Source: an optimization exercise on an open RTL-to-GDS flow (aim: small area, a short achievable clock period and few clock cycles per item). Production flows keep margins and buffers that such runs may drop. The RTL was checked by simulation tests, not by an equivalence proof against the original design. No activity file was given, so power comes from the tool's default toggle rates.

==> flow/design.v <==
module bsenc_lzc (
    input  wire [22:0] mf,
    output reg  [4:0]  lz
);
    integer i;
    always @(*) begin
        lz = 5'd23;
        for (i = 0; i < 23; i = i + 1)
            if (mf[i]) lz = 5'd22 - i[4:0];
    end
endmodule
module bsenc_comp (
    input  wire [31:0] x,
    input  wire [4:0]  lz,
    input  wire        f8,       
    output wire [16:0] c
);
    wire [7:0]  ef = x[30:23];
    wire [22:0] mf = x[22:0];
    wire        norm = (ef != 8'd0);
    wire        zero = !norm && (lz == 5'd23);
    wire [22:0] nf   = mf << lz;             
    wire [22:0] fr   = norm ? mf : {nf[21:0], 1'b0};
    wire [8:0]  e9   = norm ? ({1'b0, ef} + 9'd32) :
                       zero ? 9'd0 : (9'd32 - {4'd0, lz});
    wire [16:0] cf   = {x[31], e9[7:0], fr[22:19], 2'b00, e9[8], |fr[18:0]};
    wire        tiny = !norm && (lz > 5'd1);
    wire [7:0]  e8   = norm ? (ef + 8'd1) : {7'd0, !lz[0]};
    wire [16:0] ci   = tiny ? {x[31], 16'd0} : {x[31], e8, fr[22:16], |fr[15:0]};
    assign c = f8 ? cf : ci;
endmodule
module bsenc_align (
    input  wire [16:0] c,
    input  wire [8:0]  sb,
    input  wire        f8,       
    input  wire        rm,       
    input  wire        zero,     
    output wire        sgn,
    output wire [6:0]  kept,
    output wire        g,
    output wire        st,
    output wire [3:0]  te6
);
    wire [8:0]  e  = {f8 && c[1], c[15:8]};
    wire [7:0]  sg = {1'b1, c[7:2], c[1] && !f8};
    wire [9:0]  rr = {1'b0, sb} - {1'b0, e};     
    wire        big = !rr[9] && ((rr[8:4] != 5'd0) || (rr[3:0] > 4'd9));
    wire        lo  = rr[9] || (rr[8:2] == 7'd0);
    wire [15:0] s1  = {sg, 8'd0} >> rr[3:0];
    wire [15:0] s4  = {4'd0, sg, 4'd0};
    wire [15:0] w   = (f8 && lo) ? s4 : s1;
    assign sgn  = c[16];
    assign kept = (big || zero) ? 7'd0 : w[14:8];
    assign g    = (big || zero || rm) ? 1'b0 : w[7];
    assign st   = big || (|w[6:0]) || c[0];
    wire [3:0] t = 4'd4 - rr[3:0];
    assign te6  = (f8 && lo && !zero) ? t : 4'd0;
endmodule
module bsenc_round (
    input  wire        sgn,
    input  wire [6:0]  kept,
    input  wire        g,
    input  wire        st,
    input  wire [3:0]  te6,
    input  wire [1:0]  fmt,
    output reg  [7:0]  code,
    output reg         of
);
    wire       rup = g && (st || kept[0]);      
    wire [7:0] v   = ({1'b0, kept} ^ {8{sgn}}) + {7'd0, sgn ^ rup};
    wire [4:0] n   = {1'b0, kept[3:0]} + {4'd0, rup};
    wire [7:0] fm  = {1'b0, te6, 3'b000} + {3'd0, n};
    always @(*) begin
        code = 8'd0;
        of   = 1'b0;
        begin
            case (fmt)
                2'd0: begin
                    of   = (kept[2:0] == 3'd7) && rup;
                    code = of ? (sgn ? 8'h09 : 8'h07) : {4'd0, v[3:0]};
                end
                2'd1: begin
                    of   = (kept == 7'd127) && rup;
                    code = of ? (sgn ? 8'h81 : 8'h7F) : v;
                end
                default: begin
                    of   = (fm >= 8'd127);
                    code = of ? {sgn, 7'h7E} : (fm == 8'd0) ? 8'h00 : {sgn, fm[6:0]};
                end
            endcase
        end
    end
endmodule
module bs_encoder (
    input  wire         clk,
    input  wire         rst,         
    input  wire         in_valid,
    output wire         in_ready,
    input  wire [31:0]  in_data,     
    input  wire [1:0]   in_fmt,      
    input  wire         in_rm,       
    output wire         out_valid,
    input  wire         out_ready,
    output wire [7:0]   out_scale,
    output wire [255:0] out_data,
    output wire         out_of
);
    reg         in_ready_q;      
    reg         in_busy_q;       
    reg         i_v;             
    reg [31:0]  i_d;
    reg [4:0]   i_lz;            
    reg [1:0]   i_fmt;
    reg         i_rm;
    reg [543:0] ring;            
    reg [4:0]   ph;              
    reg         ob_v;            
    reg [4:0]   c;               
    reg [4:0]   k;               
    reg         pk;              
    reg         pc;              
    reg         cnek;            
    reg         k31;             
    reg         k0;              
    reg         c31;             
    reg         frz;             
    reg [7:0]   rmax;            
    reg         rnz;             
    reg         rsp;             
    reg [8:0]   sb;              
    reg         spblk;           
    reg [1:0]   fblk;
    reg         rblk;
    reg         a_v;             
    reg         a_nz;            
    reg         a_sgn;
    reg [6:0]   a_kept;
    reg         a_g, a_st;
    reg [3:0]   a_te6;
    reg [1:0]   a_fmt;
    reg         k_v;             
    reg [7:0]   k_code;
    reg         k_of;
    reg         k_m4;
    reg         ov_p;            
    reg         ov_n_q;          
    reg [255:0] od;
    reg [7:0]   oscale;
    reg         oof;
    assign in_ready  = in_ready_q;
    assign out_valid = ov_p;
    assign out_data  = od;
    assign out_scale = oscale;
    assign out_of    = oof;
    wire in_fire = in_valid && !in_busy_q;
    wire ov      = !ov_n_q;
    wire freeze  = frz;          
    wire conv    = ob_v && pc && !freeze;
    wire resync  = !ob_v && k0;
    wire ins     = i_v && (resync || (pk && (!ob_v || cnek || conv)));
    wire done_in = ins && k31;
    wire [16:0] cin;
    bsenc_comp u_comp (.x(i_d), .lz(i_lz), .f8(i_fmt == 2'd2), .c(cin));
    wire [4:0] lz_in;
    bsenc_lzc u_lzc (.mf(in_data[22:0]), .lz(lz_in));
    wire [16:0] q31 = ring[543:527];
    wire [7:0] ief = i_d[30:23];
    reg  [7:0] kk;               
    reg  [8:0] ck;               
    reg  [8:0] cc;               
    always @(*) begin
        case (i_fmt)
            2'd0:    begin kk = 8'd2; ck = 9'd6;  cc = 9'd8;  end
            2'd1:    begin kk = 8'd6; ck = 9'd2;  cc = 9'd8;  end
            default: begin kk = 8'd8; ck = 9'd22; cc = 9'd30; end
        endcase
    end
    wire       gt     = k0 || (ief > rmax);
    wire [7:0] mx     = gt ? ief : rmax;
    wire [8:0] f_e    = (ief > kk) ? ({1'b0, ief} + ck) : cc;
    wire [8:0] f_r    = (rmax > kk) ? ({1'b0, rmax} + ck) : cc;
    wire [8:0] cand   = gt ? f_e : f_r;
    wire       nz     = (!k0 && rnz) || (i_d[30:0] != 31'd0);
    wire       sp     = (!k0 && rsp) || (ief == 8'hFF);
    wire [8:0] sb_new = nz ? cand : (9'd127 + cc);
    wire [8:0] s_blk  = sb - ((fblk == 2'd2) ? 9'd30 : 9'd8);
    wire       al_sgn, al_g, al_st;
    wire [6:0] al_kept;
    wire [3:0] al_te6;
    bsenc_align u_align (
        .c(q31), .sb(sb), .f8(fblk == 2'd2), .rm(rblk), .zero(spblk),
        .sgn(al_sgn), .kept(al_kept), .g(al_g), .st(al_st), .te6(al_te6)
    );
    wire [7:0] code;
    wire       cof;
    bsenc_round u_round (
        .sgn(a_sgn), .kept(a_kept), .g(a_g), .st(a_st), .te6(a_te6),
        .fmt(a_fmt), .code(code), .of(cof)
    );
    wire a_m4 = (a_fmt == 2'd0);
    wire a0   = (c == 5'd1);                              
    wire kw   = k_v && !ov;                               
    wire bw   = a_nz && !ov;                              
    wire       anz_n   = freeze ? a_nz : (conv && c != 5'd0);
    wire       ov_n    = ov ? !out_ready : (bw && c == 5'd0);
    wire       iv_n    = (i_v && !ins) || in_fire;
    wire [4:0] ph_n    = (ins && resync) ? 5'd1 : ph + 5'd1;
    wire       obv_n   = done_in || (ob_v && !(conv && c31));
    wire [4:0] c_n     = done_in ? 5'd0 : conv ? c + 5'd1 : c;
    wire [4:0] k_n     = done_in ? 5'd0 : ins ? k + 5'd1 : k;
    wire       frz_n   = ov_n && anz_n;
    wire [4:0] ph1     = ph + 5'd1;
    wire       pc_n    = conv || done_in || (ph1 == c);
    wire       pk_n    = ins || (ph1 == k);
    wire       c1nek   = (c + 5'd1 != k);
    wire       cnek1   = (c != k + 5'd1);
    wire       cnek_n  = !done_in && ((conv && !ins) ? c1nek : (!conv && ins) ? cnek1 : cnek);
    wire       k0_n    = done_in || (k0 && !ins);
    wire       conv_n  = obv_n && pc_n && !frz_n;
    wire       rsy_n   = !obv_n && k0_n;
    wire       ins_n   = rsy_n || (pk_n && (!obv_n || cnek_n || conv_n));
    wire       ready_n = !iv_n || ins_n;
    always @(posedge clk) begin
        ring <= {ring[526:0], ins ? cin : q31};
        if (!in_busy_q) begin
            i_d   <= in_data;
            i_lz  <= lz_in;
            i_fmt <= in_fmt;
            i_rm  <= in_rm;
        end
        if (ins) begin
            rmax <= mx;
            rnz  <= nz;
            rsp  <= sp;
        end
        if (done_in) begin
            sb    <= sb_new;
            spblk <= sp;
            fblk  <= i_fmt;
            rblk  <= i_rm;
        end
        if (!freeze) begin
            a_sgn  <= al_sgn;
            a_kept <= al_kept;
            a_g    <= al_g;
            a_st   <= al_st;
            a_te6  <= al_te6;
            a_fmt  <= fblk;
        end
        if (conv && c31)
            oscale <= spblk ? 8'hFF : s_blk[7:0];
        if (a_v && a0) begin
            k_code <= code;
            k_of   <= cof;
            k_m4   <= a_m4;
        end
        if (kw)
            oof <= k_of || (bw && cof);
        else if (bw)
            oof <= oof || cof;
    end
    always @(posedge clk) begin
        if (rst) begin
            in_ready_q <= 1'b1;
            in_busy_q  <= 1'b0;
            i_v        <= 1'b0;
            ph         <= 5'd0;
            ob_v       <= 1'b0;
            c          <= 5'd0;
            k          <= 5'd0;
            a_v        <= 1'b0;
            a_nz       <= 1'b0;
            frz        <= 1'b0;
            pk         <= 1'b1;
            pc         <= 1'b1;
            cnek       <= 1'b0;
            k31        <= 1'b0;
            k0         <= 1'b1;
            c31        <= 1'b0;
            k_v        <= 1'b0;
            ov_n_q     <= 1'b1;
            ov_p       <= 1'b0;
        end else begin
            in_ready_q <= ready_n;
            in_busy_q  <= !ready_n;
            i_v        <= iv_n;
            ph         <= ph_n;
            ob_v       <= obv_n;
            c          <= c_n;
            k          <= k_n;
            a_v        <= conv || (a_v && freeze);
            a_nz       <= anz_n;
            frz        <= frz_n;
            pk         <= pk_n;
            pc         <= pc_n;
            cnek       <= cnek_n;
            k31        <= (k_n == 5'd31);
            k0         <= k0_n;
            c31        <= (c_n == 5'd31);
            k_v        <= (a_v && a0) || (k_v && !kw);
            ov_n_q     <= !ov_n;
            ov_p       <= ov_n;
        end
    end
    wire [3:0] d_lo   = code[3:0];
    wire [3:0] d_odd  = a_m4 ? code[3:0] : code[7:4];
    wire [3:0] d_hlo  = a_m4 ? 4'd0 : code[3:0];
    wire [3:0] d_hodd = a_m4 ? 4'd0 : code[7:4];
    integer j;
    always @(posedge clk) begin
        for (j = 0; j < 64; j = j + 1) begin
            if (j == 0) begin
                if (kw) od[3:0] <= k_code[3:0];
            end else if (j == 1) begin
                if (kw && !k_m4)
                    od[7:4] <= k_code[7:4];
                else if (bw && a_m4 && c == 5'd2)
                    od[7:4] <= code[3:0];
            end else if (j == 32) begin
                if (kw && k_m4)
                    od[131:128] <= 4'd0;
                else if (bw && !a_m4 && c == 5'd17)
                    od[131:128] <= code[3:0];
            end else if (j < 32) begin
                if (bw && (a_m4 ? (c == ((j + 1) & 31)) : (c == (((j >> 1) + 1) & 31))))
                    od[4*j +: 4] <= (j & 1) ? d_odd : d_lo;
            end else begin
                if (bw && (a_m4 ? (c == ((j - 31) & 31)) : (c == (((j >> 1) + 1) & 31))))
                    od[4*j +: 4] <= (j & 1) ? d_hodd : d_hlo;
            end
        end
    end
endmodule
==> flow/flow/run.sh <==
#!/bin/bash
# Standard layout, with plain buffers (not delay cells) on the ports and a
# clock tree of fewer, smaller buffers without dummy loads.
set -euo pipefail
export BUFFER_PORTS_ARGS="-buffer_cell sky130_fd_sc_hd__buf_2"
export CTS_ARGS="-sink_clustering_enable -repair_clock_nets -dont_use_dummy_load -sink_clustering_size 16 -sink_clustering_max_diameter 60 -buf_list sky130_fd_sc_hd__clkbuf_8 -root_buf sky130_fd_sc_hd__clkbuf_16"
bash standard.sh > standard.log 2>&1
==> flow/standard.sh <==
#!/bin/bash
# synth_recipe.tcl (not shown) runs the flow's synth.tcl, then flattens the netlist and writes it again
# the make line also repeats each setting of config.mk as NAME=value (left out here)
make -C /OpenROAD-flow-scripts/flow DESIGN_CONFIG=/design/flow/config.mk WORK_HOME=/design/flow/orfs CLKGATE_MAP_FILE= SYNTH_SCRIPT=/design/flow/synth_recipe.tcl "${@:-finish}"
==> flow/config.mk <==
export PLATFORM = sky130hd
export DESIGN_NAME = bs_encoder
export DESIGN_NICKNAME = bs_encoder
export VERILOG_FILES = /design/flow/design.v
export SDC_FILE = /design/flow/constraint.sdc
export NUM_CORES = 4
export LEC_CHECK = 0
export ABC_AREA = 1
export CAP_MARGIN = 20
export CORE_MARGIN = 2
export CORE_UTILIZATION = 40
export SLEW_MARGIN = 20
==> flow/constraint.sdc <==
create_clock -name core_clock -period 14.0 [get_ports {clk}]
set_input_delay 2.8000 -clock core_clock [delete_from_list [all_inputs] [get_ports {clk}]]
set_output_delay 2.8000 -clock core_clock [all_outputs]
set_load 0.01 [all_outputs]
==> results of run 1 <==
==> Yosys cell counts, drive strengths merged <==
cell type	n	area share [%]
dfxtp	579	40
edfxtp	350	37
nand2	308	4.1
inv	227	3.0
nor2	188	2.5
o21ai	137	2.4
nand3	70	1.2
a21oi	56	1.0
ha	51	2.2
xor2	38	1.2
clkbuf	33	0.43
nor3	24	0.42
o211ai	22	0.59
nand4	20	0.44
nor4	14	0.31
or2	12	0.27
xnor2	12	0.37
a31oi	10	0.22
buf	10	0.16
o22ai	9	0.22
o2111ai	6	0.18
a211oi	5	0.13
a22oi	5	0.13
mux2i	5	0.17
and2	4	0.087
fa	4	0.28
o221ai	4	0.12
o311ai	4	0.12
nand3b	3	0.079
nor3b	3	0.079
o21bai	2	0.052
a2111oi	1	0.031
a211o	1	0.031
a21boi	1	0.026
a21o	1	0.026
a221oi	1	0.031
a22o	1	0.031
a31o	1	0.031
and3	1	0.039
clkinv	1	0.013
o21a	1	0.026
o31ai	1	0.026
==> metal layers <==
metal / share of wire, % / vias to the layer above
met5: 0.020 / -
met4: 3.3 / 2
met3: 6.4 / 107
met2: 46 / 552
met1: 44 / 7696
li1: - / 8061
==> how the worst max path moves through the flow <==
stage,endpoint,cells past startpoint,startpoint,slack [ps]
floorplan,i_lz[0],22,in_data[1],10020
global placement,i_lz[0],23,in_data[1],9730
detailed placement,i_lz[0],23,in_data[1],9710
CTS,out_data[192],1,od[192],9960
global route,out_data[192],1,od[192],9970
finish,out_data[192],1,od[192],10010
==> report_power, final <==
part | internal [mW] | switching (mW)
clock | 0.521 | 0.760
combinational | 0.0705 | 0.144
sequential | 2.98 | 0.0569
==> stage by stage <==
step	setup slack (ps)	std cells	total power, mW
3_5_place_dp	9710	3445	3.31
3_3_place_gp	9730	3445	3.31
4_1_cts	9960	3517	4.60
5_1_grt	9970	3517	4.74
6_report	10010	3517	4.53
2_1_floorplan	10020	2226	3.23
==> state kept, by name (all words and copies together), names as in the netlist, 2 cells and up, named ones only <==
signal and cells:
od 256, a_te6 4, rmax 8, oscale 8, sb 9, a_fmt 2, a_kept 7, i_lz 5
i_d 32, k 5, i_fmt 2, ring 544, c 5, ph 5, k_code 8, fblk 2
==> cell type report <==
cell class / instances / area, µm² / share of cell area (%)
inverters: 228 / 856 / 2.65
clock buffers: 72 / 1090 / 3.38
flip-flops and latches: 929 / 22100 / 68.3
well taps: 950 / 1190 / 3.67
repair buffers: 312 / 1580 / 4.88
multi-input cells: 1026 / 5540 / 17.1
==> cells by family after synthesis <==
kind of cell / Yosys count / synth area share, %
compound gates: 269 / 5.46
xor+xnor: 50 / 1.56
fa+ha+maj: 55 / 2.51
buf+inv: 271 / 3.58
flops: 929 / 77.2
mux: 5 / 0.175
simple gates: 647 / 9.57
==> notes.md, run 1 <==
Logic synthesis:
- The count of warnings emitted by yosys is 3.
- After synthesis, the mean cell area works out to roughly 13 µm².
- The number of distinct library cells after synthesis is 58.
- The number of synthesized register bits is between 900 and 1000.
- Counting every net in the synthesized netlist gives ~2300.
- In this run the cell area of the synthesized design comes to ~0.029 mm².
- Counting every instance in the synthesized netlist gives about 2200.
- The share of synthesized area occupied by flip-flops and latches is a little under 80%.

Power and ir drop:
- IR analysis of the VDD net gives a maximum drop of roughly 0.064 mV.
- The total power divided by cell area is around 140 mW/mm².
- The leakage power summed over all cells is about 14 nW.

STA:
- The tightest hold path in the finished design has a slack of a little under 300 ps.
- In this run the tightest slew margin relative to its limit is about a quarter.
- Setup repair after global routing left no endpoint under its margin.
- The number of hold violations in the final report is 0.
- The slew at the pin closest to its max-slew limit is ~1100 ps.
- The clock tree skew after final layout is 54.7 ps.
- The number of failing setup endpoints in the final timing report is 0.
- The peak clock frequency supported by timing is roughly 250 MHz.
- The time the final worst path needs with I/O delays and setup is between 3000 and 4000 ps.
- The total negative slack for setup checks is 0 ps.
- Dividing the final minimum period by the clock period gives between 20% and 30%.
- The number of max-slew violations in the final report is 0.

Min path:
- The worst hold path class is register to register.
- The number of stages on the worst hold path is 0.
- The launch point of the worst hold path is ring[283].
- The worst hold path terminates at ring[300].

Routing:
- The number of remaining DRC errors is 0.
- The first-iteration detailed-routing DRC count is approximately 1100.
- In the routed layout, each cell is associated on average with a via count of between 4 and 5.
- Dividing the detail-routed wire length by the instance count gives approximately 17 µm.
- The overall via count from detail_route is 16400.
- The detailed-route wire length is between 50000 and 60000 µm.
- The residual antenna-violating net count after detailed routing is 0.
- The first detailed-routing pass took 5 iterations.

Critical path:
- The kind of cell with the highest combined delay along the critical path is flip-flops.
- The capture instance of the worst register-to-register path is od[232].
- The biggest cell delay along the critical path is 460 ps.
- Measured in cells, the most critical reg-to-reg path has a length of 10.
- The critical path arrival is 1190 ps.
- The signal on the critical path passes through buf_2.
- In this run the register-to-register setup slack is 10440 ps.
- The worst setup path is captured at an output pin.
- The total buffers and inverters traversed by the critical path is 1.
- Of all nets on the critical path, the largest fanout is 1.
- For this design, the slowest cell found on the critical path is sky130_fd_sc_hd__edfxtp_1.
- The critical path class is register to output pin.
- STA classifies the critical path startpoint as a register.
- The beginning of the worst register-to-register path is a_kept[3].
- For the worst setup path, the data required time is 11200 ps.

Placement:
- The placed wire-length estimate is about 43000 µm.
- The final weighted congestion of routability-driven global placement is roughly 0.9.
- In this run the tool buffered the top-level ports with slightly above 300 buffer cells.
- The area after detailed placement is ~0.031 mm².

Global routing:
- The met3 track demand over resource is under 10%.
- The number of antenna violations at the first check in global routing is 2.
- Entering global routing, the biggest net connects between 40 and 50 pins.
- The via count of the first global-routing pass is around 16000.
- Summed over all layers, the global routing overflow is 0.
- Global routing consumed, on the met2 layer, approximately 26% of the routing resources.
- The first-pass GRT wire length is approximately 90000 µm.
- For this run, global-route usage on met1 was measured as ~21%.
- In the global route stage, overall resource usage came out at between 10% and 20%.
- The most utilized layer in the global route result is met2.

CTS:
- CTS placed an instance of sky130_fd_sc_hd__clkbuf_16 at the clock tree root.
- The TritonCTS clock tree is built.
- The number of gates resized after CTS is 0.
- The count of H-tree levels built during CTS is 3.
- The number of buffers inserted during clock tree synthesis is between 70 and 80.
- The number of hold buffers added after cts is 0.
- The clock net in this run drives a total of 929 sinks.
- The post-CTS setup-driven buffer insertion count is 0.
- The worst-case clock buffer depth is 3.
- After clock tree synthesis, the clock-pin slew on the worst setup and hold paths is 90 ps.
- The insertion delay of the later-clocked pin in the worst-skew pair is between 500 and 600 ps.

Floorplan:
- For this configuration, the core starts out at a cell density of about 40%.
- During I/O placement, the number of pins put on the boundary was between 300 and 400.
- In this run the core area contains 98 standard-cell rows.
- After floorplanning, the core was sized to cover ~0.071 mm².
- The floorplan step set the die width to 272 µm.
- In this run the vertical extent of the chip is ~270 µm.
- The die covers ~0.074 mm².

Cells and area:
- Leaving out fill and tap cells, the most frequent cell in the layout is sky130_fd_sc_hd__dfxtp_1.
- Compared with the post-synthesis result, the final layout area differs by 13.0%.
- Cells with a size suffix above 1 make up around 17% of the layout.
- The library cells used most frequently in the layout, excluding fill and tap cells, are 579 x sky130_fd_sc_hd__dfxtp_1, 350 x sky130_fd_sc_hd__edfxtp_1, 305 x sky130_fd_sc_hd__buf_2.
- The net count of the finished layout is ~2700.
- Summing all non-filler instances in the final layout gives an area of 0.0324 mm².
- Counting the fill cells in the layout gives 6456.
- The final core utilization is 45.4%.
- The antenna cell count is 0.

Outcome:
- The flow ran to the end and the layout has no timing, DRC or antenna violations.

Job:
- The number of max-capacitance violations reported is 0.
Testbench counts, summed over its fixed seeds: cycles 49,432, items 1,536.
==> run 2, diff against run 1 <==
==> flow/flow/run.sh (replaced) <==
#!/bin/bash
# Standard layout, with plain buffers (not delay cells) on the ports and a
# clock tree of fewer, smaller buffers without dummy loads.
set -euo pipefail
export BUFFER_PORTS_ARGS="-buffer_cell sky130_fd_sc_hd__buf_1"
export CTS_ARGS="-sink_clustering_enable -repair_clock_nets -dont_use_dummy_load -sink_clustering_size 16 -sink_clustering_max_diameter 60 -buf_list sky130_fd_sc_hd__clkbuf_8 -root_buf sky130_fd_sc_hd__clkbuf_16"
bash standard.sh > standard.log 2>&1
==> run 2 against run 1 <==
Effect of this change:
- critical path depth is the same
- total power up 0.44%
- final area shrank 1.0%
- clock power is essentially flat
- global-route usage increased by 0.19 points
- still clean on timing, DRC and antenna
- critical path type unchanged
- sequential share of layout area grew 0.70 points
- count of clock-buffer cells in the layout up 3
- via count increased by 0.45%
- wire length grew 0.46%
==> notes.md, run 2 <==
Cells and area:
- Relative to the synthesized area, the layout overhead comes to 11.8%.
- The final layout net count is 2667 (+0.15%).
- The flip-flop count of the largest register after layout is 544 (unchanged).
- The antenna cell count is 0 (unchanged).
- The fraction of layout instances using a drive strength above 1 is 4.90% (-12 points).
- In the final layout, the registers with the most flip-flops are ring: 544 flops, od: 256 flops, i_d: 32 flops.
- The largest register by flop count is ring.
- The library cells used most frequently in the layout, excluding fill and tap cells, are 579 x sky130_fd_sc_hd__dfxtp_1, 350 x sky130_fd_sc_hd__edfxtp_1, 305 x sky130_fd_sc_hd__buf_1.
- The library cell used most frequently in the layout, excluding fill and tap cells, is sky130_fd_sc_hd__dfxtp_1.

Global routing:
- The via count of the first global-routing pass is 16300 (+3.2%).
- The overall global routing resource usage is 15.9% (+0.19 points).
- The number of antenna violations at the first check in global routing came to 1 (-1).
- The maximum number of pins on one net before global-route repair came to 42 (unchanged).
- The global route total overflow is 0 (unchanged).
- The first-pass GRT wire length is 91900 µm (+1.9%).

Routing:
- The count of TritonRoute iterations in the first routing pass is 5 (unchanged).
- The number of remaining DRC errors is 0 (unchanged).
- The overall via count from detail_route was 16500 (+0.45%).
- The residual antenna-violating net count after detailed routing was 0 (unchanged).
- The detail-routed via count per cell came to 4.68 (+0.34%).
- The first-iteration detailed-routing DRC count is 1067 (-6.7%).
- The detailed-route wire length came to 59300 µm (+0.46%).
- The post-detailed-route wirelength per cell was 16.8 µm (+0.35%).

Critical path:
- The biggest cell delay along the critical path was 390 ps (-70 ps).
- The critical-path cell with the highest stage delay is sky130_fd_sc_hd__dfxtp_1.
- The slack of the worst reg-to-reg path is 10550 ps (+110 ps).
- The largest driver fanout on the critical path came to 2 (+1).
- The worst-case reg-to-reg path depth is 12 (+2).
- The worst setup path is launched from a register.
- In this run the critical register-to-register path is captured at od[216].
- The required time of the worst setup path is 11200 ps (about the same).
- The total buffers and inverters traversed by the critical path is 1 (unchanged).
- Walking the worst path, the cells encountered are buf_1.
- The kind of capture point of the worst setup path is an output pin.
- The critical path arrival is 1190 ps (about the same).
- The largest delay contributor family on the critical path is flip-flops.
- The worst register-to-register path begins at a_kept[3].
- The critical path in this run is classified as register to output pin.

STA:
- The final critical-path setup slack came to 10010 ps (+0.700 ps).
- The number of hold violations in the final report is 0 (unchanged).
- The slew at the pin closest to its max-slew limit is 1030 ps (-66.0 ps).
- The time the final worst path needs with I/O delays and setup came to 3990 ps (-0.700 ps).
- Setup repair after global routing left no endpoint under its margin.
- The number of failing setup endpoints in the final timing report is 0 (unchanged).
- The total negative slack for setup checks is 0 ps (unchanged).
- The peak clock frequency supported by timing is 251 MHz (about the same).
- The remaining max-slew budget at the tightest pin is 30.5% (+4.1 points).
- The post-route clock period utilization is 28.5% (about the same).
- The number of max-slew violations in the final report is 0 (unchanged).
- The clock tree skew after final layout came to 73.5 ps (+18.8 ps).

Min path:
- The number of stages on the worst hold path came to 0 (unchanged).
- The launch point of the worst hold path is ring[93].
- The worst hold path class is register to register.
- The worst hold path terminates at ring[110].

Logic synthesis:
- The share of synthesized area occupied by flip-flops and latches is 77.2% (unchanged).
- The async set or reset register ratio after synthesis was 0% (unchanged).
- The number of synthesized flops with an enable pin was 350 (unchanged).
- Ranked by total cell area, the synthesized netlist is headed by sky130_fd_sc_hd__dfxtp_1 40%, sky130_fd_sc_hd__edfxtp_1 37%, sky130_fd_sc_hd__nand2_1 4.0%.
- The proportion of netlist area held by the largest area contributor was 40.5% (unchanged).
- By count the netlist is led by 579 x sky130_fd_sc_hd__dfxtp_1, 350 x sky130_fd_sc_hd__edfxtp_1, 302 x sky130_fd_sc_hd__nand2_1.
- The combined area of all synthesized cells is 0.0286 mm² (unchanged).
- The number of synthesized register bits came to 929 (unchanged).
- The count of warnings emitted by yosys came to 3 (unchanged).
- The average cell area after synthesis came to 12.9 µm² (unchanged).
- Summed over all instances, the cell type with the most area after synthesis is sky130_fd_sc_hd__dfxtp_1.
- The number of distinct library cells after synthesis is 58 (unchanged).
- The post-synthesis cell count was 2226 (unchanged).
- The total nets after synthesis was 2320 (unchanged).
- The dominant register cell in the synthesized netlist is sky130_fd_sc_hd__dfxtp_1.
- The most common cell in the synthesized netlist is sky130_fd_sc_hd__dfxtp_1.

CTS:
- The number of sinks on the clock net is 929 (unchanged).
- The post-CTS setup-driven buffer insertion count is 0 (unchanged).
- The insertion delay of the later-clocked pin in the worst-skew pair is 590 ps (about the same).
- The number of gates resized after CTS was 0 (unchanged).
- The tree is rooted in a sky130_fd_sc_hd__clkbuf_16.
- The count of H-tree levels built during CTS came to 3 (unchanged).
- The number of buffers inserted during clock tree synthesis was 75 (+4.2%).
- The worst-case clock buffer depth is 3 (unchanged).
- The number of hold buffers added after cts is 0 (unchanged).
- TritonCTS built the clock tree.
- The clock slew seen by the registers of the worst setup and hold paths is 100 ps (about the same).

Power and ir drop:
- The worst IR drop on VDD is 0.0819 mV (+28%).
- The leakage power summed over all cells is 12.8 nW (-6.2%).
- The overall power of the completed layout is 4.55 mW (+0.44%).
- The total power divided by cell area is 142 mW/mm² (+1.5%).

Floorplan:
- The floorplan core area was 0.0712 mm² (unchanged).
- The die height is 272 µm (unchanged).
- The initial core utilization was 40.2% (unchanged).
- The die footprint is 0.0738 mm² (unchanged).
- The floorplan die width is 272 µm (unchanged).
- The number of top-level pins is 306 (unchanged).
- The total number of placement rows was 98 (unchanged).

Placement:
- The pre-CTS setup slack was 9790 ps (+73.3 ps).
- The number of buffers added on ports was 305 (unchanged).
- The final weighted congestion of routability-driven global placement was 0.867 (-1.1%).
- The placed wire-length estimate is 42900 µm (+0.53%).

Job:
- The number of max-capacitance violations reported is 0 (unchanged).

Outcome:
- The run finished with no timing, DRC or antenna violations.
-- run 2: worst max-delay path by stage --
stage                     slack [ps]  depth (start not counted)  startpoint             to
after global placement          9750                         23  in_data[1]        i_lz[0]
after floorplan                10020                         22  in_data[1]        i_lz[0]
after global routing            9940                          1     od[128]  out_data[128]
after CTS                       9940                          1     od[128]  out_data[128]
after detailed placement        9790                         23  in_data[1]        i_lz[0]
final                          10010                          1     od[128]  out_data[128]
-- run 2: final cells by class --
type	count	area (µm²)
fillers	6572	39200
flip-flops and latches	929	22100
multi-input cells	1026	5540
repair buffers	313	1200
well taps	950	1190
clock buffers	75	1130
inverters	228	856
-- run 2: logic make-up (layout without fill, tap and decap cells) --
| family | count (synthesis) | after routing | share of synthesized area [%] |
|---|---|---|---|
| adder cells (fa/ha/maj) | 55 | 55 | 2.51 |
| multiplexers | 5 | 5 | 0.175 |
| flip-flops | 929 | 929 | 77.2 |
| buffers and inverters | 271 | 616 | 3.58 |
| XOR/XNOR | 50 | 50 | 1.56 |
| AO/OA/AOI/OAI | 269 | 269 | 5.46 |
| AND/OR/NAND/NOR | 647 | 647 | 9.57 |
-- run 2: worst reg2reg max path, cell delays in order (launching register included) --
cell	delay, ps
sky130_fd_sc_hd__edfxtp_1	450
sky130_fd_sc_hd__ha_1	390
sky130_fd_sc_hd__nand3_1	120
sky130_fd_sc_hd__nand2_1	70
sky130_fd_sc_hd__nand2_1	60
sky130_fd_sc_hd__nor2_1	110
sky130_fd_sc_hd__xor2_1	80
sky130_fd_sc_hd__inv_1	60
sky130_fd_sc_hd__nand2_1	60
sky130_fd_sc_hd__and3_4	180
sky130_fd_sc_hd__or2_4	230
sky130_fd_sc_hd__o211ai_2	770
sky130_fd_sc_hd__and2_1	600
-- run 2: metal layers --
| metal | GRT usage [%] | share of wire (%) | up-vias |
|---|---|---|---|
| met1 | 20.6 | 44 | 7829 |
| li1 | - | - | 8066 |
| met4 | 4.83 | 2.3 | 2 |
| met5 | 0 | 0.019 | - |
| met3 | 3.37 | 6.5 | 86 |
| met2 | 27.0 | 47 | 509 |
-- run 2: where the power goes --
part           switching (mW)  leakage [nW]  internal (mW)
clock network           0.763         0.585          0.539
logic                   0.144          4.03         0.0690
registers              0.0572          8.16           2.98
total                   0.964          12.8           3.59
-- run 2: through the flow --
| stage | utilization (%) | instance area [µm²] | cells | hold slack, ps |
|---|---|---|---|---|
| 3_3_place_gp | 43.3 | 30900 | 3445 | 310 |
| 5_1_grt | 45.0 | 32000 | 3521 | 273 |
| 6_report | 45.0 | 32000 | 3521 | 278 |
| 3_5_place_dp | 43.3 | 30900 | 3445 | 312 |
| 2_1_floorplan | - | 28600 | 2226 | 310 |
| 4_1_cts | 44.9 | 32000 | 3520 | 278 |
==> run 3, diff against run 2 <==
--- a/flow/design.v
+++ b/flow/design.v
@@ -110,5 +110,4 @@
     reg         i_v;             
     reg [31:0]  i_d;
-    reg [4:0]   i_lz;            
     reg [1:0]   i_fmt;
     reg         i_rm;
@@ -161,7 +160,7 @@
     wire done_in = ins && k31;
     wire [16:0] cin;
+    wire [4:0] i_lz;
+    bsenc_lzc u_lzc (.mf(i_d[22:0]), .lz(i_lz));
     bsenc_comp u_comp (.x(i_d), .lz(i_lz), .f8(i_fmt == 2'd2), .c(cin));
-    wire [4:0] lz_in;
-    bsenc_lzc u_lzc (.mf(in_data[22:0]), .lz(lz_in));
     wire [16:0] q31 = ring[543:527];
     wire [7:0] ief = i_d[30:23];
@@ -225,5 +224,4 @@
         if (!in_busy_q) begin
             i_d   <= in_data;
-            i_lz  <= lz_in;
             i_fmt <= in_fmt;
             i_rm  <= in_rm;
==> run 3 against run 2 <==
Effect of this change:
- non-clock buffer count grew 3
- largest power group unchanged
- hold slack gained 11 ps
- largest cell class unchanged
- highest routed layer unchanged
- final cell count grew 1.1%
==> notes.md, run 3 <==
Outcome:
- The run finished with no timing, DRC or antenna violations.

CTS:
- The insertion delay of the later-clocked pin in the worst-skew pair came to 590 ps (about the same).
- The worst-case clock buffer depth was 3 (unchanged).
- The count of H-tree levels built during CTS is 3 (unchanged).
- The number of buffers inserted during clock tree synthesis is 74 (-1.3%).
- The clock slew seen by the registers of the worst setup and hold paths is 90 ps (about the same).
- The number of gates resized after CTS is 0 (unchanged).
- The TritonCTS clock tree is built.
- The cell at the root of the clock tree is sky130_fd_sc_hd__clkbuf_16.
- The number of hold buffers added after cts came to 0 (unchanged).
- The post-CTS setup-driven buffer insertion count is 0 (unchanged).
- The number of sinks on the clock net was 924 (-0.54%).

Placement:
- The pre-CTS setup slack was 9890 ps (+105 ps).
- The number of buffers added on ports is 305 (unchanged).
- The placed wire-length estimate is 44700 µm (+4.4%).
- The final weighted congestion of routability-driven global placement is 0.885 (+2.1%).

Logic synthesis:
- The number of synthesized register bits is 924 (-0.54%).
- In the post-synthesis netlist, the biggest area contributors are sky130_fd_sc_hd__dfxtp_1 40%, sky130_fd_sc_hd__edfxtp_1 36%, sky130_fd_sc_hd__nand2_1 3.8%.
- The total nets after synthesis is 2352 (+1.4%).
- The count of warnings emitted by yosys came to 3 (unchanged).
- The proportion of netlist area held by the largest area contributor was 40.3% (-0.12 points).
- Among all flip-flop cells after synthesis, the most frequent one is sky130_fd_sc_hd__dfxtp_1.
- The share of synthesized area occupied by flip-flops and latches is 76.4% (-0.75 points).
- By count the netlist is led by 579 x sky130_fd_sc_hd__dfxtp_1, 345 x sky130_fd_sc_hd__edfxtp_1, 288 x sky130_fd_sc_hd__nand2_1.
- The average cell area after synthesis is 12.7 µm² (-1.1%).
- The number of synthesized flops with an enable pin is 345 (-1.4%).
- The combined area of all synthesized cells is 0.0287 mm² (+0.29%).
- The async set or reset register ratio after synthesis came to 0% (unchanged).
- The library cell with the largest summed area after synthesis is sky130_fd_sc_hd__dfxtp_1.
- The most common cell in the synthesized netlist is sky130_fd_sc_hd__dfxtp_1.
- The number of distinct library cells after synthesis is 62 (+6.9%).
- The post-synthesis cell count was 2258 (+1.4%).

Min path:
- The worst hold path class is register to register.
- The number of stages on the worst hold path was 0 (unchanged).

Global routing:
- The global route total overflow is 0 (unchanged).
- The overall global routing resource usage came to 16.5% (+0.54 points).
- The number of antenna violations at the first check in global routing was 1 (unchanged).
- The via count of the first global-routing pass is 16500 (+1.3%).
- The first-pass GRT wire length was 94400 µm (+2.7%).
- The maximum number of pins on one net before global-route repair is 38 (-9.5%).

STA:
- Setup repair after global routing left no endpoint under its margin.
- The remaining max-slew budget at the tightest pin came to 27.9% (-2.6 points).
- The smallest hold slack came to 289 ps (+11.2 ps).
- The number of failing setup endpoints in the final timing report was 0 (unchanged).
- The clock tree skew after final layout is 69.5 ps (-3.97 ps).
- The time the final worst path needs with I/O delays and setup is 4010 ps (+23.2 ps).
- The slew at the pin closest to its max-slew limit was 1070 ps (+39.0 ps).
- The number of max-slew violations in the final report is 0 (unchanged).
- The peak clock frequency supported by timing is 249 MHz (-0.58%).
- The post-route clock period utilization is 28.6% (+0.17 points).
- The number of hold violations in the final report is 0 (unchanged).
- The total negative slack for setup checks came to 0 ps (unchanged).
- The final critical-path setup slack is 9990 ps (-23.2 ps).

Routing:
- The number of remaining DRC errors is 0 (unchanged).
- The overall via count from detail_route was 16900 (+2.2%).
- The residual antenna-violating net count after detailed routing is 0 (unchanged).
- The count of TritonRoute iterations in the first routing pass came to 5 (unchanged).
- The detail-routed via count per cell is 4.73 (+1.1%).
- The first-iteration detailed-routing DRC count is 1184 (+11%).
- The detailed-route wire length came to 61600 µm (+3.8%).
- The post-detailed-route wirelength per cell is 17.3 µm (+2.6%).

Floorplan:
- The die height is 272 µm (+0.14%).
- The initial core utilization is 40.3% (+0.12 points).
- The number of top-level pins was 306 (unchanged).
- The floorplan die width is 272 µm (+0.14%).
- The floorplan core area was 0.0712 mm² (unchanged).
- The die footprint is 0.0740 mm² (+0.29%).
- The total number of placement rows came to 98 (unchanged).

Critical path:
- The total buffers and inverters traversed by the critical path was 1 (unchanged).
- The critical path arrival came to 1210 ps (+20 ps).
- STA classifies the critical path startpoint as a register.
- The total number of cells along the worst setup path is 1 (unchanged).
- The beginning of the worst register-to-register path is a_kept[0].
- The slack of the worst reg-to-reg path is 10230 ps (-320 ps).
- The capture instance of the worst register-to-register path is od[127].
- The critical path starts at od[235].
- The largest delay contributor family on the critical path is flip-flops.
- The signal on the critical path passes through buf_1.
- The critical path capture point is out_data[235].
- The required time of the worst setup path was 11200 ps (about the same).
- The largest driver fanout on the critical path is 1 (-1).
- The kind of capture point of the worst setup path is an output pin.
- The biggest cell delay along the critical path is 460 ps (+70 ps).
- The worst-case reg-to-reg path depth is 11 (-1).
- The critical path class is register to output pin.
- The critical-path cell with the highest stage delay is sky130_fd_sc_hd__edfxtp_1.

Cells and area:
- The post-synthesis to final-layout area growth came to 11.7% (about the same).
- The antenna cell count was 0 (unchanged).
- ring holds more flip-flops than any other register.
- The library cell used most frequently in the layout, excluding fill and tap cells, is sky130_fd_sc_hd__dfxtp_1.
- The fraction of layout instances using a drive strength above 1 came to 5.52% (+0.62 points).
- In the layout the commonest cells are 579 x sky130_fd_sc_hd__dfxtp_1, 345 x sky130_fd_sc_hd__edfxtp_1, 305 x sky130_fd_sc_hd__buf_1.
- The flip-flop count of the largest register after layout is 544 (unchanged).
- The final layout net count is 2706 (+1.5%).
- The largest registers in the layout are ring: 544 flops, od: 256 flops, i_d: 32 flops.

Power and ir drop:
- The worst IR drop on VDD is 0.0668 mV (-19%).
- The total power divided by cell area is 141 mW/mm² (-1.1%).
- The leakage power summed over all cells came to 12.8 nW (-0.18%).
- The overall power of the completed layout came to 4.51 mW (-0.85%).

Job:
- The number of max-capacitance violations reported is 0 (unchanged).
[run 3: cell types whose count changed in the layout (fill, tap and decap cells not counted), moves of 11 or more]
cell,delta
sky130_fd_sc_hd__nand3_1,+56
sky130_fd_sc_hd__o21ai_1,-47
sky130_fd_sc_hd__o21ai_0,+26
sky130_fd_sc_hd__nor2_1,+18
sky130_fd_sc_hd__inv_1,+16
sky130_fd_sc_hd__nand2_1,-14
sky130_fd_sc_hd__inv_2,-12
sky130_fd_sc_hd__nand3_2,+11
[run 3: cells by family after synthesis]
group / after synthesis / synth area share, %
adder cells (fa/ha/maj): 55 / 2.50
XOR/XNOR: 39 / 1.19
buffers and inverters: 271 / 3.70
flip-flops: 924 / 76.4
AND/OR/NAND/NOR: 725 / 11.1
AO/OA/AOI/OAI: 242 / 5.00
multiplexers: 2 / 0.0784
[run 3: layer usage]
layer / share of wire [%] / up-vias / GRT usage, %
met5: 0.016 / - / 0
met4: 4.2 / 2 / 7.01
met3: 6.4 / 111 / 3.14
met2: 46 / 592 / 27.2
met1: 43 / 7930 / 21.3
li1: - / 8217 / -
[run 3: through the flow]
step	utilization, %	area [µm²]	instances
global route	45.1	32100	3560
floorplan	-	28700	2258
CTS	45.0	32100	3558
finish	45.1	32100	3560
detailed placement	43.4	31000	3484
global placement	43.4	31000	3484
[run 3: layout make-up]
class	count	area (µm²)
Tap cell	950	1190
Clock buffer	74	1120
Sequential cell	924	22000
Timing Repair Buffer	316	1240
Multi-Input combinational cell	1063	5730
Fill cell	6633	39100
Inverter	233	875
[run 3: how the worst min path moves through the flow]
stage               startpoint         to  slack (ps)
finish               ring[201]  ring[218]         290
global route          ring[27]   ring[44]         280
CTS                   ring[27]   ring[44]         290
detailed placement   ring[259]  ring[276]         310
global placement     ring[143]  ring[160]         310
floorplan             ring[83]  ring[100]         310
[run 3: power by group]
group / leakage, nW / switching (mW) / total (mW) / internal [mW]
clock: 0.578 / 0.757 / 1.29 / 0.533
sequential: 8.10 / 0.0538 / 3.01 / 2.95
combinational: 4.09 / 0.150 / 0.220 / 0.0692
total: 12.8 / 0.961 / 4.51 / 3.55
Testbench counts of run 3, summed over its fixed seeds: cycles 49,432, items 1,536.
==> run 4, diff against run 3 <==
--- a/flow/design.v
+++ b/flow/design.v
@@ -110,4 +110,5 @@
     reg         i_v;             
     reg [31:0]  i_d;
+    reg [4:0]   i_lz;            
     reg [1:0]   i_fmt;
     reg         i_rm;
@@ -160,7 +161,7 @@
     wire done_in = ins && k31;
     wire [16:0] cin;
-    wire [4:0] i_lz;
-    bsenc_lzc u_lzc (.mf(i_d[22:0]), .lz(i_lz));
     bsenc_comp u_comp (.x(i_d), .lz(i_lz), .f8(i_fmt == 2'd2), .c(cin));
+    wire [4:0] lz_in;
+    bsenc_lzc u_lzc (.mf(in_data[22:0]), .lz(lz_in));
     wire [16:0] q31 = ring[543:527];
     wire [7:0] ief = i_d[30:23];
@@ -224,4 +225,5 @@
         if (!in_busy_q) begin
             i_d   <= in_data;
+            i_lz  <= lz_in;
             i_fmt <= in_fmt;
             i_rm  <= in_rm;
==> flow/flow/run.sh (replaced) <==
#!/bin/bash
# Standard layout, with plain buffers (not delay cells) on the ports and a
# clock tree of fewer, smaller buffers without dummy loads.
set -euo pipefail
export BUFFER_PORTS_ARGS="-buffer_cell sky130_fd_sc_hd__buf_1"
export CTS_ARGS="-sink_clustering_enable -repair_clock_nets -dont_use_dummy_load -sink_clustering_size 20 -sink_clustering_max_diameter 50 -buf_list sky130_fd_sc_hd__clkbuf_16 -root_buf sky130_fd_sc_hd__clkbuf_16"
bash standard.sh > standard.log 2>&1
==> run 4 against run 3 <==
Effect of this change:
- sequential power about the same
- total power up 12%
- sequential share of layout area shrank 1.0 points
- clock power is 39% higher
- global-route usage shrank 0.51 points
- wire length decreased by 3.5%
- still clean
- clock skew is 12 ps lower
- combinational power fell by 3%
- final cell count shrank 1.0%
- critical path depth stayed put
- via count shrank 1.5%
- hold slack lost 4.0 ps
==> notes.md, run 4 <==
Power and ir drop:
- The leakage power summed over all cells is 13.1 nW (+3.0%).
- The clock network fraction of total power is 35.5% (+6.9 points).
- The sequential group share of total power is 60.3% (-6.3 points).
- The net switching power is 1.03 mW (+6.7%).
- The worst IR drop on VDD is 0.0845 mV (+27%).
- The total power divided by cell area was 154 mW/mm² (+9.3%).
- The switching fraction of total power came to 20.3% (-0.95 points).
- The relative contribution of combinational cells to total power is 4.2% (-0.7 points).
- The internal portion of total power is 4.02 mW (+13%).
- The overall power of the completed layout is 5.04 mW (+12%).

Floorplan:
- The floorplan die width is 272 µm (-0.14%).
- The number of top-level pins was 306 (unchanged).
- The total number of placement rows is 98 (unchanged).
- The die footprint is 0.0738 mm² (-0.29%).
- The initial core utilization came to 40.2% (-0.12 points).
- The floorplan core area came to 0.0712 mm² (unchanged).
- The die height is 272 µm (-0.14%).

Critical path:
- The critical path class is register to output pin.
- The biggest cell delay along the critical path is 440 ps (-20 ps).
- The kind of capture point of the worst setup path is an output pin.
- The largest delay contributor family on the critical path is flip-flops.
- The critical path arrival is 1200 ps (about the same).
- The total buffers and inverters traversed by the critical path was 1 (unchanged).
- The required time of the worst setup path is 11200 ps (about the same).
- Traced cell by cell, the critical path runs through buf_1.
- The largest driver fanout on the critical path came to 1 (unchanged).
- Among all stages on the critical path, the largest delay is contributed by sky130_fd_sc_hd__edfxtp_1.
- The worst setup path is launched from a register.

STA:
- The clock tree skew after final layout came to 58.0 ps (-11.5 ps).
- The smallest hold slack is 285 ps (-4.04 ps).
- The time the final worst path needs with I/O delays and setup is 4000 ps (-8.66 ps).
- Setup repair after global routing left no endpoint under its margin.
- The post-route clock period utilization is 28.6% (-0.062 points).
- The peak clock frequency supported by timing is 250 MHz (+0.22%).
- The slew at the pin closest to its max-slew limit is 1060 ps (-13.2 ps).
- The number of hold violations in the final report is 0 (unchanged).
- The total negative slack for setup checks is 0 ps (unchanged).
- The number of max-slew violations in the final report is 0 (unchanged).
- The number of failing setup endpoints in the final timing report came to 0 (unchanged).
- The remaining max-slew budget at the tightest pin is 29.1% (+1.2 points).

Cells and area:
- The flip-flop count of the largest register after layout is 544 (unchanged).
- The register with the most flip-flops in the final layout is ring.
- The largest registers in the layout are ring: 544 flops, od: 256 flops, i_d: 32 flops.
- From synthesis to final layout, the design area changed by 14.6%.
- The antenna cell count is 0 (unchanged).
- The final layout net count came to 2669 (-1.4%).
- The fraction of layout instances using a drive strength above 1 is 4.97% (-0.54 points).
- The final cell count without fillers is 3523 (-1.0%).
- Leaving out fill and tap cells, the most frequent cell in the layout is sky130_fd_sc_hd__dfxtp_1.
- In the layout the commonest cells are 579 x sky130_fd_sc_hd__dfxtp_1, 350 x sky130_fd_sc_hd__edfxtp_1, 305 x sky130_fd_sc_hd__buf_1.

Logic synthesis:
- The library cell with the largest summed area after synthesis is sky130_fd_sc_hd__dfxtp_1.
- The number of distinct library cells after synthesis is 58 (-6.5%).
- The total nets after synthesis came to 2320 (-1.4%).
- The count of warnings emitted by yosys was 3 (unchanged).
- The proportion of netlist area held by the largest area contributor is 40.5% (+0.12 points).
- The share of synthesized area occupied by flip-flops and latches came to 77.2% (+0.75 points).
- For this run, the leading register cell type out of synthesis is sky130_fd_sc_hd__dfxtp_1.
- The average cell area after synthesis was 12.9 µm² (+1.1%).
- By instance count, the leading cell after synthesis is sky130_fd_sc_hd__dfxtp_1.
- The number of synthesized flops with an enable pin came to 350 (+1.4%).
- The async set or reset register ratio after synthesis is 0% (unchanged).
- Yosys attributes the largest share of cell area to sky130_fd_sc_hd__dfxtp_1 40%, sky130_fd_sc_hd__edfxtp_1 37%, sky130_fd_sc_hd__nand2_1 4.0%.
- The post-synthesis cell count was 2226 (-1.4%).
- The combined area of all synthesized cells is 0.0286 mm² (-0.29%).
- By count the netlist is led by 579 x sky130_fd_sc_hd__dfxtp_1, 350 x sky130_fd_sc_hd__edfxtp_1, 302 x sky130_fd_sc_hd__nand2_1.
- The number of synthesized register bits was 929 (+0.54%).

Job:
- The number of max-capacitance violations reported is 0 (unchanged).

Routing:
- The first-iteration detailed-routing DRC count is 1057 (-11%).
- The overall via count from detail_route is 16600 (-1.5%).
- The count of TritonRoute iterations in the first routing pass is 5 (unchanged).
- The post-detailed-route wirelength per cell is 16.9 µm (-2.4%).
- The total routed wire length on the met1 layer is 26100 µm (-2.2%).
- The detail-routed via count per cell is 4.71 (-0.51%).
- The number of remaining DRC errors came to 0 (unchanged).
- The wire length on met2 was 28100 µm (-0.73%).
- The wire length on met3 came to 3600 µm (-8.7%).
- The detailed-route wire length is 59400 µm (-3.5%).
- The highest metal layer with signal wires is met5.
- The residual antenna-violating net count after detailed routing is 0 (unchanged).

Global routing:
- The first-pass GRT wire length is 92100 µm (-2.4%).
- The overall global routing resource usage is 16.0% (-0.51 points).
- The maximum number of pins on one net before global-route repair is 42 (+11%).
- The global route total overflow is 0 (unchanged).
- The via count of the first global-routing pass was 16300 (-1.2%).
- The number of antenna violations at the first check in global routing was 1 (unchanged).

Placement:
- The final weighted congestion of routability-driven global placement is 0.867 (-2.1%).
- The placed wire-length estimate is 42900 µm (-4.2%).
- The number of buffers added on ports was 305 (unchanged).
- The number of cells in the design after placement is 3445 (-1.1%).

CTS:
- The TritonCTS clock tree is built.
- The clock slew seen by the registers of the worst setup and hold paths is 70 ps (-20 ps).
- The number of hold buffers added after cts is 0 (unchanged).
- The number of sinks on the clock net is 929 (+0.54%).
- The post-CTS setup-driven buffer insertion count is 0 (unchanged).
- The number of buffers inserted during clock tree synthesis is 77 (+4.1%).
- The cell at the root of the clock tree is sky130_fd_sc_hd__clkbuf_16.
- The worst-case clock buffer depth is 3 (unchanged).
- The insertion delay of the later-clocked pin in the worst-skew pair was 610 ps (+20 ps).
- The number of gates resized after CTS is 0 (unchanged).
- The count of H-tree levels built during CTS is 3 (unchanged).

Outcome:
- The flow ran to the end and the layout has no timing, DRC or antenna violations.

Min path:
- The worst hold path class is register to register.
[run 4: changes by cell type after synthesis, sizes merged, moves of 4 or more]
cell	change
xnor2	+4
a31oi	+5
clkbuf	+5
nand2	+7
nand3	-67
mux2i	+5
edfxtp	+5
o21ai	+23
nor2	-21
xor2	+7
o211ai	+4
o2111ai	+5
[run 4: path summary, 6_finish.rpt]
| path | from | cells past startpoint | slack [ps] | to |
|---|---|---|---|---|
| hold reg to reg | ring[268] | 0 | 280 | ring[285] |
| hold / removal | ring[268] | 0 | 280 | ring[285] |
| setup / recovery | od[193] | 1 | 10000 | out_data[193] |
| setup reg to reg | a_kept[3] | 12 | 10490 | od[136] |
[run 4: cell type report]
cell class                 count  area (µm²)
multi-input combinational   1026        5540
clock buffer                  77        1930
sequential                   929       22100
fill                        6502       38400
timing repair buffer         313        1200
tap                          950        1190
inverter                     228         856
[run 4: cell families (layout without fill, tap and decap cells)]
kind of cell / count (synthesis) / count (layout) / share of synthesized area (%)
multiplexers: 5 / 5 / 0.175
adder cells (fa/ha/maj): 55 / 55 / 2.51
buffers and inverters: 271 / 618 / 3.58
XOR/XNOR: 50 / 50 / 1.56
AO/OA/AOI/OAI: 269 / 269 / 5.46
flip-flops: 929 / 929 / 77.2
AND/OR/NAND/NOR: 647 / 647 / 9.57
[run 4: power groups by stage]
stage | Combinational [mW] | Sequential [mW] | Clock, mW
after global routing | 0.244 | 3.06 | 1.95
after global placement | 0.210 | 3.10 | 0
final | 0.213 | 3.04 | 1.79
after CTS | 0.214 | 3.05 | 1.85
after detailed placement | 0.212 | 3.10 | 0
after floorplan | 0.154 | 3.07 | 0
[run 4: per-layer routing]
metal	vias up	global-route usage [%]
li1	8090	-
met1	7885	20.7
met2	515	27.0
met3	100	2.82
met4	2	5.74
met5	-	0
[run 4: per-stage QoR]
step | util (%) | area [µm²] | worst slack, ps
after detailed placement | 43.3 | 30900 | 9790
after global routing | 46.1 | 32800 | 9940
after CTS | 46.1 | 32800 | 9920
final | 46.1 | 32800 | 10000
after floorplan | - | 28600 | 10020
after global placement | 43.3 | 30900 | 9750
Testbench counts of run 4, summed over its fixed seeds: cycles 49,432, items 1,536.
==> run 5, diff against run 4 <==
--- a/flow/design.v
+++ b/flow/design.v
@@ -109,6 +109,5 @@
     reg         in_busy_q;       
     reg         i_v;             
-    reg [31:0]  i_d;
-    reg [4:0]   i_lz;            
+    reg [20:0]  i_d;             
     reg [1:0]   i_fmt;
     reg         i_rm;
@@ -161,9 +160,10 @@
     wire done_in = ins && k31;
     wire [16:0] cin;
-    bsenc_comp u_comp (.x(i_d), .lz(i_lz), .f8(i_fmt == 2'd2), .c(cin));
-    wire [4:0] lz_in;
-    bsenc_lzc u_lzc (.mf(in_data[22:0]), .lz(lz_in));
+    wire [4:0] i_lz;
+    wire [31:0] i_x = {i_d, 11'd0};
+    bsenc_lzc u_lzc (.mf(i_x[22:0]), .lz(i_lz));
+    bsenc_comp u_comp (.x(i_x), .lz(i_lz), .f8(i_fmt == 2'd2), .c(cin));
     wire [16:0] q31 = ring[543:527];
-    wire [7:0] ief = i_d[30:23];
+    wire [7:0] ief = i_x[30:23];
     reg  [7:0] kk;               
     reg  [8:0] ck;               
@@ -181,5 +181,5 @@
     wire [8:0] f_r    = (rmax > kk) ? ({1'b0, rmax} + ck) : cc;
     wire [8:0] cand   = gt ? f_e : f_r;
-    wire       nz     = (!k0 && rnz) || (i_d[30:0] != 31'd0);
+    wire       nz     = (!k0 && rnz) || (i_x[30:0] != 31'd0);
     wire       sp     = (!k0 && rsp) || (ief == 8'hFF);
     wire [8:0] sb_new = nz ? cand : (9'd127 + cc);
@@ -224,6 +224,5 @@
         ring <= {ring[526:0], ins ? cin : q31};
         if (!in_busy_q) begin
-            i_d   <= in_data;
-            i_lz  <= lz_in;
+            i_d   <= {in_data[31:12], |in_data[11:0]};
             i_fmt <= in_fmt;
             i_rm  <= in_rm;
==> flow/flow/run.sh (replaced) <==
#!/bin/bash
# Standard layout, with plain buffers (not delay cells) on the ports and a
# clock tree of fewer, smaller buffers without dummy loads.
set -euo pipefail
export BUFFER_PORTS_ARGS="-buffer_cell sky130_fd_sc_hd__buf_1"
export CTS_ARGS="-sink_clustering_enable -repair_clock_nets -dont_use_dummy_load -sink_clustering_size 16 -sink_clustering_max_diameter 60 -buf_list sky130_fd_sc_hd__clkbuf_8 -root_buf sky130_fd_sc_hd__clkbuf_16"
bash standard.sh > standard.log 2>&1
==> run 5 against run 4 <==
Effect of this change:
- setup slack got worse by 14 ps
- first-iteration DRC count rose by 13%
- synthesized cell count fell by 6.5%
- via count fell by 5.6%
==> notes.md, run 5 <==
Outcome:
- The flow ran to the end and the layout has no timing, DRC or antenna violations.

STA:
- The number of hold violations in the final report came to 0 (unchanged).
- The time the final worst path needs with I/O delays and setup is 4020 ps (+14.0 ps).
- Setup repair after global routing left no endpoint under its margin.
- The slew at the pin closest to its max-slew limit is 1230 ps (+168 ps).
- The clock tree skew after final layout came to 54.1 ps (-3.87 ps).
- The post-route clock period utilization was 28.7% (+0.10 points).
- The peak clock frequency supported by timing is 249 MHz (-0.35%).
- The number of failing setup endpoints in the final timing report is 0 (unchanged).
- The number of max-slew violations in the final report is 0 (unchanged).
- The total negative slack for setup checks is 0 ps (unchanged).
- The remaining max-slew budget at the tightest pin is 17.5% (-12 points).

Placement:
- The placed wire-length estimate is 42800 µm (-0.23%).
- The number of buffers added on ports is 305 (unchanged).
- The area after detailed placement is 0.0298 mm² (-3.4%).
- The final weighted congestion of routability-driven global placement is 0.911 (+5.1%).

Global routing:
- The number of antenna violations at the first check in global routing is 0 (-1).
- The global route total overflow is 0 (unchanged).
- The met1 usage in global routing is 21.3% (+0.62 points).
- The overall global routing resource usage is 16.6% (+0.59 points).
- The via count of the first global-routing pass is 15300 (-6.0%).
- The first-pass GRT wire length is 89900 µm (-2.3%).
- The met3 track demand over resource is 3.39% (+0.56 points).
- The maximum number of pins on one net before global-route repair is 38 (-9.5%).
- The global routing stage identified its most utilized layer as met2.
- The met2 capacity usage during global routing came to 28.2% (+1.2 points).

Logic synthesis:
- The average cell area after synthesis was 13.3 µm² (+3.2%).
- The combined area of all synthesized cells was 0.0276 mm² (-3.5%).
- The number of distinct library cells after synthesis is 64 (+10%).
- By count the netlist is led by 579 x sky130_fd_sc_hd__dfxtp_1, 334 x sky130_fd_sc_hd__edfxtp_1, 264 x sky130_fd_sc_hd__nand2_1.
- The share of synthesized area occupied by flip-flops and latches is 78.2% (+1.0 points).
- The library cell with the largest summed area after synthesis is sky130_fd_sc_hd__dfxtp_1.
- The post-synthesis cell count is 2082 (-6.5%).
- The number of synthesized flops with an enable pin is 334 (-4.6%).
- The async set or reset register ratio after synthesis is 0% (unchanged).
- The most common cell in the synthesized netlist is sky130_fd_sc_hd__dfxtp_1.
- In the post-synthesis netlist, the biggest area contributors are sky130_fd_sc_hd__dfxtp_1 42%, sky130_fd_sc_hd__edfxtp_1 36%, sky130_fd_sc_hd__nand2_1 3.6%.
- For this run, the leading register cell type out of synthesis is sky130_fd_sc_hd__dfxtp_1.
- The count of warnings emitted by yosys is 3 (unchanged).
- The number of synthesized register bits is 913 (-1.7%).
- The proportion of netlist area held by the largest area contributor came to 41.9% (+1.5 points).
- The total nets after synthesis is 2175 (-6.3%).

Cells and area:
- The flip-flop count of the largest register after layout is 544 (unchanged).
- The fraction of layout instances using a drive strength above 1 is 5.91% (+0.93 points).
- The library cell used most frequently in the layout, excluding fill and tap cells, is sky130_fd_sc_hd__dfxtp_1.
- The largest registers in the layout are ring: 544 flops, od: 256 flops, i_d: 21 flops.
- In the layout the commonest cells are 579 x sky130_fd_sc_hd__dfxtp_1, 334 x sky130_fd_sc_hd__edfxtp_1, 305 x sky130_fd_sc_hd__buf_1.
- The largest register by flop count is ring.
- The final layout net count is 2532 (-5.1%).
- The number of fill cells was 6232 (-4.2%).
- The final core utilization is 45.2% (-0.88 points).
- The cell area after layout is 0.0309 mm² (-5.7%).
- The post-synthesis to final-layout area growth is 11.9%.

Critical path:
- The critical path arrival is 1220 ps (+20 ps).
- The total buffers and inverters traversed by the critical path came to 1 (unchanged).
- The slowest stage of the critical path belongs to the cell sky130_fd_sc_hd__dfxtp_1.
- The critical path in this run is classified as register to output pin.
- The largest driver fanout on the critical path came to 2 (+1).
- The critical path goes through buf_1.
- The slack of the worst reg-to-reg path is 10520 ps (+30 ps).
- The worst setup path is launched from a register.
- The beginning of the worst register-to-register path is a_kept[0].
- The required time of the worst setup path is 11200 ps (about the same).
- The worst-case reg-to-reg path depth came to 12 (unchanged).
- The worst setup path is captured at an output pin.
- The cell family contributing the most delay on the critical path is flip-flops.
- The endpoint identified for the worst register-to-register timing path is od[249].
- The biggest cell delay along the critical path was 380 ps (-60 ps).

Min path:
- The number of stages on the worst hold path was 0 (unchanged).
- The worst hold path class is register to register.
- The launch point of the worst hold path is ring[195].
- The sink of the worst hold path is ring[212].

Floorplan:
- The floorplan die width is 267 µm (-1.7%).
- The die height is 267 µm (-1.7%).
- The floorplan core area is 0.0685 mm² (-3.9%).
- The total number of placement rows was 96 (-2.0%).
- The number of top-level pins was 306 (unchanged).
- The die footprint is 0.0712 mm² (-3.4%).
- The initial core utilization came to 40.4% (+0.18 points).

CTS:
- The number of hold buffers added after cts came to 0 (unchanged).
- The clock slew seen by the registers of the worst setup and hold paths was 90 ps (+20 ps).
- Clock tree synthesis selected as its root buffer the cell sky130_fd_sc_hd__clkbuf_16.
- The count of H-tree levels built during CTS is 3 (unchanged).
- The post-CTS setup-driven buffer insertion count is 0 (unchanged).
- The number of gates resized after CTS is 0 (unchanged).
- The number of sinks on the clock net was 913 (-1.7%).
- The insertion delay of the later-clocked pin in the worst-skew pair is 580 ps (-30 ps).
- The worst-case clock buffer depth is 3 (unchanged).
- The TritonCTS clock tree is built.
- The number of buffers inserted during clock tree synthesis is 73 (-5.2%).

Power and ir drop:
- The worst IR drop on VDD was 0.0770 mV (-8.9%).
- The total power divided by cell area is 143 mW/mm² (-7.1%).
- The leakage power summed over all cells is 12.2 nW (-7.1%).

Routing:
- The post-detailed-route wirelength per cell is 17.8 µm (+5.6%).
- The overall via count from detail_route is 15700 (-5.6%).
- The first-iteration detailed-routing DRC count is 1193 (+13%).
- The detail-routed via count per cell is 4.71 (about the same).
- The detailed-route wire length is 59200 µm (-0.43%).
- The residual antenna-violating net count after detailed routing is 0 (unchanged).
- The count of TritonRoute iterations in the first routing pass is 6 (+1).
- The number of remaining DRC errors is 0 (unchanged).

Job:
- The number of max-capacitance violations reported came to 0 (unchanged).
-- run 5: worst reg2reg max path, delay by kind of cell (launching register included) --
kind | cells | cell delay, ps
XOR/XNOR | 1 | 150
adder cells (fa/ha/maj) | 2 | 530
buffers and inverters | 2 | 750
flip-flops | 1 | 460
AND/OR/NAND/NOR | 7 | 1250
-- run 5: how the worst max path moves through the flow --
stage | startpoint | endpoint | slack, ps | cells after the start
after global routing | od[130] | out_data[130] | 9940 | 1
final | od[130] | out_data[130] | 9980 | 1
after detailed placement | rst | c31 | 10230 | 5
after floorplan | rst | in_ready_q | 10450 | 7
after CTS | od[130] | out_data[130] | 9940 | 1
after global placement | rst | in_ready_q | 10200 | 8
-- run 5: cell type report --
| type | count | area (µm²) | area share [%] |
|---|---|---|---|
| Timing Repair Buffer | 314 | 1210 | 3.92 |
| Inverter | 204 | 766 | 2.48 |
| Clock buffer | 73 | 1110 | 3.58 |
| Multi-Input combinational cell | 933 | 5120 | 16.6 |
| Tap cell | 882 | 1100 | 3.57 |
| Sequential cell | 913 | 21600 | 69.9 |
| Antenna cell | 2 | 5.00 | 0.0162 |
-- run 5: metrics by stage --
step	hold slack [ps]	worst slack, ps	std cells	total power [mW]
2_1_floorplan	310	10450	2082	3.13
3_3_place_gp	310	10200	3246	3.20
3_5_place_dp	312	10230	3246	3.20
4_1_cts	288	9940	3319	4.48
5_1_grt	286	9940	3319	4.61
6_report	286	9980	3321	4.42
-- run 5: logic make-up after synthesis --
logic type | synth area share (%)
muxes | 0.127
DFF | 78.2
AOI/OAI and AO/OA | 4.64
and+or+nand+nor | 9.66
buffers and inverters | 3.30
adders and majority gates | 2.55
xor gates and xnor gates | 1.52
-- run 5: routing by layer --
metal | vias up | part of all wire [%]
li1 | 7595 | -
met5 | - | 0
met2 | 547 | 48
met1 | 7420 | 44
met3 | 93 | 6.1
met4 | 0 | 2.4
-- run 5: where the power goes --
group          switching (mW)  internal, mW  total [mW]  leakage, nW
Sequential             0.0490          2.91        2.96         7.97
Clock                   0.749         0.527        1.28        0.571
Combinational           0.119        0.0594       0.179         3.68
Total                   0.917          3.50        4.42         12.2
Testbench counts of run 5, summed over its fixed seeds: cycles 49,432, items 1,536.

what the ideal ports hide:
In the flow no input, the clock included, has a driving cell. The finished layouts below were timed again as built, in two steps. Step 1 sets driving cells, clkbuf_16 on the clock port and buf_2 on the other inputs (assumed; they add their load-dependent delay and slew). Step 2 adds t to the input delays and takes it off the output delays; t is the mean of the earliest and latest rising clock arrival at the registers after step 1. Input paths then give back, and output paths get back, about the clock's delay inside the block. Slacks: ideal ports / drivers / drivers and shift; pairs: ideal ports / drivers.
| run | shift t [ns] | slack for setup (ns) | hold WS [ns] |
|---|---|---|---|
| run 1 | 0.611 | 10.012 / 9.955 / 9.753 | 0.296 / 0.296 / 0.296 |
| run 2 | 0.607 | 10.013 / 9.956 / 9.768 | 0.278 / 0.278 / 0.278 |
| run 3 | 0.614 | 9.990 / 9.929 / 9.853 | 0.289 / 0.289 / 0.289 |
| run 4 | 0.636 | 9.998 / 9.941 / 9.763 | 0.285 / 0.285 / 0.285 |
| run 5 | 0.609 | 9.984 / 9.930 / 10.200 | 0.286 / 0.286 / 0.286 |
After both steps every run listed still meets setup and hold. The setup slack of run 1, which loses most, moves by -0.057 ns with the drivers and by -0.259 ns with both steps.
